This is an optimization exercise on Yosys and OpenROAD, whose aim is small area and a short achievable clock period, not a production implementation. At most, simulation tests tie the RTL to the original design; equivalence was not proved. Power figures rest on the tool's default switching activity, not on a simulated workload.

Setup of build 74:
Design dec_unit, start of the top module:
module dec_unit (
    input  wire         clk,
    input  wire         rst,       
    input  wire         trig,      
    input  wire [1:0]   op,        
    input  wire [127:0] a,
    input  wire [127:0] b,
    output reg  [127:0] r,         
    output wire         done,      
    output reg          cpl,       
    output reg          dov,       
    output reg          exc,       
    output wire [15:0]  detail     
);
Size: roughly 1800 cells after synthesis, roughly 410 flip-flops, about 410 I/O pins, ~17000 um2 of cells after synthesis.
export LEC_CHECK = 0
export CAP_MARGIN = 20
export CORE_MARGIN = 2
export CORE_UTILIZATION = 65
export CTS_BUF_LIST = sky130_fd_sc_hd__clkbuf_4 sky130_fd_sc_hd__clkbuf_8
export SLEW_MARGIN = 60
create_clock -name core_clock -period 70.0 [get_ports {clk}]
standard.sh (not shown) runs the stock make flow with config.mk's settings and CLKGATE_MAP_FILE= SYNTH_SCRIPT=/design/flow/synth_recipe.tcl, a recipe that flattens the netlist after the stock synthesis.
==> flow/flow/run.sh <==
#!/bin/bash
# Standard ORFS layout, with the port buffers made from the smallest buffer
# cell (every input and output port still gets its own buffer), and
# gain-based buffering of high-fanout nets before repair_design.
set -euo pipefail
export BUFFER_PORTS_ARGS="-buffer_cell sky130_fd_sc_hd__buf_1"
export PRE_RESIZE_TCL="$PWD/flow/pre_resize.tcl"
bash standard.sh > standard.log 2>&1
==> flow/flow/pre_resize.tcl <==
set_dont_use [get_lib_cells {sky130_fd_sc_hd__clkdlybuf4s* sky130_fd_sc_hd__dlygate* sky130_fd_sc_hd__dlymetal*}]
repair_design -buffer_gain 4 -slew_margin 60 -cap_margin 20 -verbose
Every stage of the flow completed for build 74, and the final layout passed the timing, DRC and antenna checks.
[inputs] build 45 vs build 74
==> flow/flow/run.sh <==
#!/bin/bash
# Standard ORFS layout, with the port buffers made from the smallest buffer
# cell (every input and output port still gets its own buffer).
set -euo pipefail
export BUFFER_PORTS_ARGS="-buffer_cell sky130_fd_sc_hd__buf_1"
bash standard.sh > standard.log 2>&1
removed: flow/flow/pre_resize.tcl
==> summary.txt <==
- After detailed routing, build 74 needs more wire than build 45.
- Count of placed standard cells including taps (lower): build 45
- Build 74 has a higher switching power of the nets than build 45.
- Critical path required time is lower on build 74
- Build 74 reports its critical path capture point as r[97] while build 45 reports r[2].
- Critical path depth: build 45 vs build 74 up 7
- Compared with build 74, the detailed router inserted fewer vias in build 45.
For build 50, these inputs were changed with respect to build 45:
Settings: CTS_BUF_LIST: sky130_fd_sc_hd__clkbuf_4 sky130_fd_sc_hd__clkbuf_8 -> unset; CORE_UTILIZATION: 65 -> 40.
Results
Compared build 50 vs build 45, and fraction of the core area covered by cells at the end of the flow is down in build 50.
Taking build 45 as the reference, in build 50 vertical die dimension climbed 45 um, wire length per cell after detailed routing barely changed, power density normalized to cell area climbed 3.6%.
Going from build 45 to build 50, final cell area excluding filler cells grew by a few percent.
Build 50: count of clock-buffer cells in the layout is 34 lower than what build 45 reported.
Between build 50 and build 45, the final-layout non-clock buffer area share does not differ in any meaningful way.
Build 50 vs build 45 — switching component of the power rose 7.1%.
Build 50 vs. build 45: first-pass GRT wire length has increased, power has increased, largest vdd supply drop has increased.


dec_unit, a different RTL version from the one above (not shown whole).
For scale: about 420 flip-flops, about 410 I/O pins, ~0.018 mm² of cells after synthesis.
==> flow/design.v (excerpt) <==
module dec_unit (
    input  wire         clk,
    input  wire         rst,       
    input  wire         trig,      
    input  wire [1:0]   op,        
    input  wire [127:0] a,
    input  wire [127:0] b,
    output reg  [127:0] r,         
    output wire         done,      
    output reg          cpl,       
    output reg          dov,       
    output reg          exc,       
    output wire [15:0]  detail     
);
==> flow/config.mk <==
export PLATFORM = sky130hd
export DESIGN_NAME = dec_unit
export DESIGN_NICKNAME = dec_unit
export VERILOG_FILES = /design/flow/design.v
export SDC_FILE = /design/flow/constraint.sdc
export NUM_CORES = 4
export LEC_CHECK = 0
export ABC_AREA = 1
export CAP_MARGIN = 20
export CORE_MARGIN = 2
export CORE_UTILIZATION = 40
export SLEW_MARGIN = 20
==> flow/constraint.sdc <==
create_clock -name core_clock -period 70.0 [get_ports {clk}]
set_input_delay 14.0000 -clock core_clock [delete_from_list [all_inputs] [get_ports {clk}]]
set_output_delay 14.0000 -clock core_clock [all_outputs]
set_load 0.01 [all_outputs]
run.sh (not shown) runs the stock make flow with config.mk's settings and CLKGATE_MAP_FILE= SYNTH_SCRIPT=/design/flow/synth_recipe.tcl, a recipe that flattens the netlist after the stock synthesis.
Stock flow here: none of the scripts above is used.
The starting point ran to the end with no violations.
Next try:
==> flow/flow/run.sh (new file) <==
#!/bin/bash
# Standard ORFS layout, with the port buffers made from the smallest buffer
# cell (every input and output port still gets its own buffer).
set -euo pipefail
export BUFFER_PORTS_ARGS="-buffer_cell sky130_fd_sc_hd__buf_1"
bash standard.sh > standard.log 2>&1
==> flow/standard.sh (new file) <==
#!/bin/bash
# synth_recipe.tcl (not shown) runs the flow's synth.tcl, then flattens the netlist and writes it again
# the make line also repeats each setting of config.mk as NAME=value (left out here)
make -C /OpenROAD-flow-scripts/flow DESIGN_CONFIG=/design/flow/config.mk WORK_HOME=/design/flow/orfs CLKGATE_MAP_FILE= SYNTH_SCRIPT=/design/flow/synth_recipe.tcl "${@:-finish}"
removed: flow/run.sh
=> The changed run went through all stages and came out clean. Clock power goes up by a few percent. Power goes down slightly. Cell area goes down by roughly a tenth. Routed wire length goes down slightly. Critical path depth goes up by 1.


== old ==
dec_unit, a different RTL version from the one above (not shown whole).
Size in the first run: about 1,800 cells after synthesis, ~410 flip-flops, roughly 0.017 mm2 of cells after synthesis.
Design dec_unit, start of the top module:
module dec_unit (
    input  wire         clk,
    input  wire         rst,       
    input  wire         trig,      
    input  wire [1:0]   op,        
    input  wire [127:0] a,
    input  wire [127:0] b,
    output reg  [127:0] r,         
    output wire         done,      
    output reg          cpl,       
    output reg          dov,       
    output reg          exc,       
    output wire [15:0]  detail     
);
    reg [127:0] a_q, b_q;          
    reg         chk_q;
    reg [4:0]   cnt;               
    reg         done_q;            
    reg         sh_q, lg_q;        
    reg         es_q;              
    reg         na_q;              
    reg         c_q;               
    reg         g_q;               
    reg         z_q;               
    reg         fa_q;              
    reg         bop_q;             
    reg [4:0]   bidx_q;            
    assign done   = done_q;
    assign detail = {4'd0, bidx_q, bop_q, 1'b1, 5'd0};
    wire first  = (cnt == 5'd1);
    wire over15 = |(a_q[127:64] | b_q[127:64]);
    wire over23 = |(a_q[127:96] | b_q[127:96]);
    wire p1     = first | (sh_q ? (cnt == 5'd2)
                                : ((cnt[4:2] == 3'd0) & (cnt[1:0] != 2'd0)) | (cnt == 5'd4));
    wire p2     = es_q & ~g_q & (sh_q ? ((cnt == 5'd3) | (cnt == 5'd4))
                                      : ((cnt[4:2] == 3'd1) & (cnt[1:0] != 2'd0)) | (cnt == 5'd8));
    wire half   = first ? ~over15 : (sh_q | (cnt > 5'd8));
  ...
==> flow/config.mk <==
export PLATFORM = sky130hd
export DESIGN_NAME = dec_unit
export DESIGN_NICKNAME = dec_unit
export VERILOG_FILES = /design/flow/design.v
export SDC_FILE = /design/flow/constraint.sdc
export NUM_CORES = 4
export LEC_CHECK = 0
export CAP_MARGIN = 20
export CORE_MARGIN = 2
export CORE_UTILIZATION = 40
export SLEW_MARGIN = 20
==> flow/constraint.sdc <==
create_clock -name core_clock -period 70.0 [get_ports {clk}]
set_input_delay 14.0000 -clock core_clock [delete_from_list [all_inputs] [get_ports {clk}]]
set_output_delay 14.0000 -clock core_clock [all_outputs]
set_load 0.01 [all_outputs]
standard.sh (not shown) runs the stock make flow with config.mk's settings and CLKGATE_MAP_FILE= SYNTH_SCRIPT=/design/flow/synth_recipe.tcl, a recipe that flattens the netlist after the stock synthesis.
==> flow/flow/run.sh <==
#!/bin/bash
# Standard ORFS layout, with the port buffers made from the smallest buffer
# cell (every input and output port still gets its own buffer), and a fanout
# limit for the buffering that repair_design does after placement.
set -euo pipefail
export BUFFER_PORTS_ARGS="-buffer_cell sky130_fd_sc_hd__buf_1"
export PRE_RESIZE_TCL="$PWD/flow/pre_resize.tcl"
bash standard.sh > standard.log 2>&1
==> flow/flow/pre_resize.tcl <==
set_max_fanout 12 [current_design]
old finished all stages; the layout is clean.
[inputs] new vs old
==> flow/flow/run.sh <==
#!/bin/bash
# Standard ORFS layout, with the port buffers made from the smallest buffer
# cell (every input and output port still gets its own buffer).
set -euo pipefail
export BUFFER_PORTS_ARGS="-buffer_cell sky130_fd_sc_hd__buf_1"
bash standard.sh > standard.log 2>&1
-- flow/config.mk --
<<< old, line 11
export SLEW_MARGIN = 20
>>> new, line 11
export SLEW_MARGIN = 60
removed: flow/flow/pre_resize.tcl
==> comparison <==
There was hardly any difference in hold slack between new and old. Comparing new against old, there is no change at all in die area. Between old and new, global-route usage decreased. new ended with less post-route clock period utilization than old.
Function was not checked in any run of this note: the RTL went through the layout flow alone.


dec_unit with an RTL version that a note above also has.
Size: roughly 1800 cells after synthesis, about 410 flip-flops, roughly 410 I/O pins, ~17000 sq um of cells after synthesis.
export LEC_CHECK = 0
export CAP_MARGIN = 20
export CORE_MARGIN = 2
export CORE_UTILIZATION = 65
export CTS_BUF_LIST = sky130_fd_sc_hd__clkbuf_4 sky130_fd_sc_hd__clkbuf_8
export SLEW_MARGIN = 80
create_clock -name core_clock -period 70.0 [get_ports {clk}]
==> flow/flow/run.sh <==
#!/bin/bash
# Standard ORFS layout, with the port buffers made from the smallest buffer
# cell (every input and output port still gets its own buffer), and a fanout
# no delay cells for the buffering that repair_design does after placement.
set -euo pipefail
export BUFFER_PORTS_ARGS="-buffer_cell sky130_fd_sc_hd__buf_1"
export PRE_RESIZE_TCL="$PWD/flow/pre_resize.tcl"
bash standard.sh > standard.log 2>&1
==> flow/flow/pre_resize.tcl <==
set_dont_use [get_lib_cells {sky130_fd_sc_hd__clkdlybuf4s* sky130_fd_sc_hd__dlygate* sky130_fd_sc_hd__dlymetal*}]
Then changed:
==> flow/flow/run.sh (replaced) <==
#!/bin/bash
# Standard ORFS layout, with the port buffers made from the smallest buffer
# cell (every input and output port still gets its own buffer), and a clock
# tree of larger sink clusters from small buffers, without dummy loads.
set -euo pipefail
export BUFFER_PORTS_ARGS="-buffer_cell sky130_fd_sc_hd__buf_1"
export CTS_ARGS="-sink_clustering_enable -repair_clock_nets -dont_use_dummy_load -sink_clustering_size 16 -sink_clustering_max_diameter 100 -buf_list {sky130_fd_sc_hd__clkbuf_4 sky130_fd_sc_hd__clkbuf_8}"
bash standard.sh > standard.log 2>&1
Settings changed: CTS_BUF_LIST sky130_fd_sc_hd__clkbuf_4 sky130_fd_sc_hd__clkbuf_8 to unset, SLEW_MARGIN 80 to 60.
removed: flow/flow/pre_resize.tcl
=>
- The changed run went through all stages and came out clean
- global-route usage decreases by 2.7 points
- setup slack degrades by 0.54 ns
- sequential power decreases by about 1%
- synthesized area is unchanged
- register-to-register slack degrades by 0.76 ns
- design area decreases by about 11%
- wire length decreases by about 9%
Then changed:
==> flow/flow/run.sh (replaced) <==
#!/bin/bash
# Standard ORFS layout, with the port buffers made from the smallest buffer
# cell (every input and output port still gets its own buffer), and a fanout
# limit and no delay cells for the buffering that repair_design does after
# placement.
set -euo pipefail
export BUFFER_PORTS_ARGS="-buffer_cell sky130_fd_sc_hd__buf_1"
export PRE_RESIZE_TCL="$PWD/flow/pre_resize.tcl"
bash standard.sh > standard.log 2>&1
==> flow/flow/pre_resize.tcl (new file) <==
set_dont_use [get_lib_cells {sky130_fd_sc_hd__clkdlybuf4s* sky130_fd_sc_hd__dlygate* sky130_fd_sc_hd__dlymetal*}]
set_max_fanout 16 [current_design]
Settings changed: CTS_BUF_LIST set to sky130_fd_sc_hd__clkbuf_4 sky130_fd_sc_hd__clkbuf_8.
Maximum frequency decreases by 12%.
Global-route usage increases by 2.9 points.
Via count increases by 6.7%.
Area after synthesis stays the same.
Hold slack loses 0.0036 ns.

[static timing again, ports no longer ideal]
How much do the figures lean on ideal ports? The routed layouts below were timed once more, with nothing changed but the port constraints.
Step 1 assumes that a clkbuf_16 drives the clock port and a buf_2 every other input.
Step 2 moves the port delays by t, midway between the first and last clock arrival at a register: inputs arrive t later, outputs are due t later. That takes back most of the time a late clock gives input paths.
a / b / c = no drivers / after step 1 / after step 2; a / b = the first two.
| run | t, ns | setup WS [ns] | clock arrival spread, ns | slew at the worst register clock pin (ns) |
|---|---|---|---|---|
| build 74 | 0.653 | 54.740 / 54.690 / 54.174 | 0.029 / 0.029 | 0.07 / 0.07 |
| build 45 | 0.659 | 53.995 / 54.023 / 53.364 | 0.026 / 0.026 | 0.07 / 0.07 |
| build 50 | 0.633 | 54.040 / 54.064 / 53.432 | 0.025 / 0.025 | 0.07 / 0.07 |
| the first run of note 2 | 0.637 | 52.295 / 52.319 / 51.682 | 0.020 / 0.021 | 0.07 / 0.07 |
| the second run of note 2 | 0.622 | 52.506 / 52.544 / 51.922 | 0.014 / 0.014 | 0.07 / 0.07 |
| old | 0.625 | 48.998 / 49.026 / 48.401 | 0.030 / 0.030 | 0.07 / 0.07 |
| new | 0.623 | 54.099 / 54.121 / 53.497 | 0.031 / 0.031 | 0.07 / 0.07 |
| the first run of note 4 | 0.649 | 54.780 / 54.732 / 54.275 | 0.046 / 0.046 | 0.07 / 0.07 |
| the second run of note 4 | 0.657 | 54.245 / 54.274 / 53.617 | 0.048 / 0.047 | 0.11 / 0.11 |
| the third run of note 4 | 0.655 | 52.169 / 52.193 / 51.537 | 0.023 / 0.023 | 0.08 / 0.08 |
After both steps every run listed still meets setup and hold. The setup slack of the third run of note 4, which loses most, moves by +0.024 ns with the drivers and by -0.632 ns with both steps.
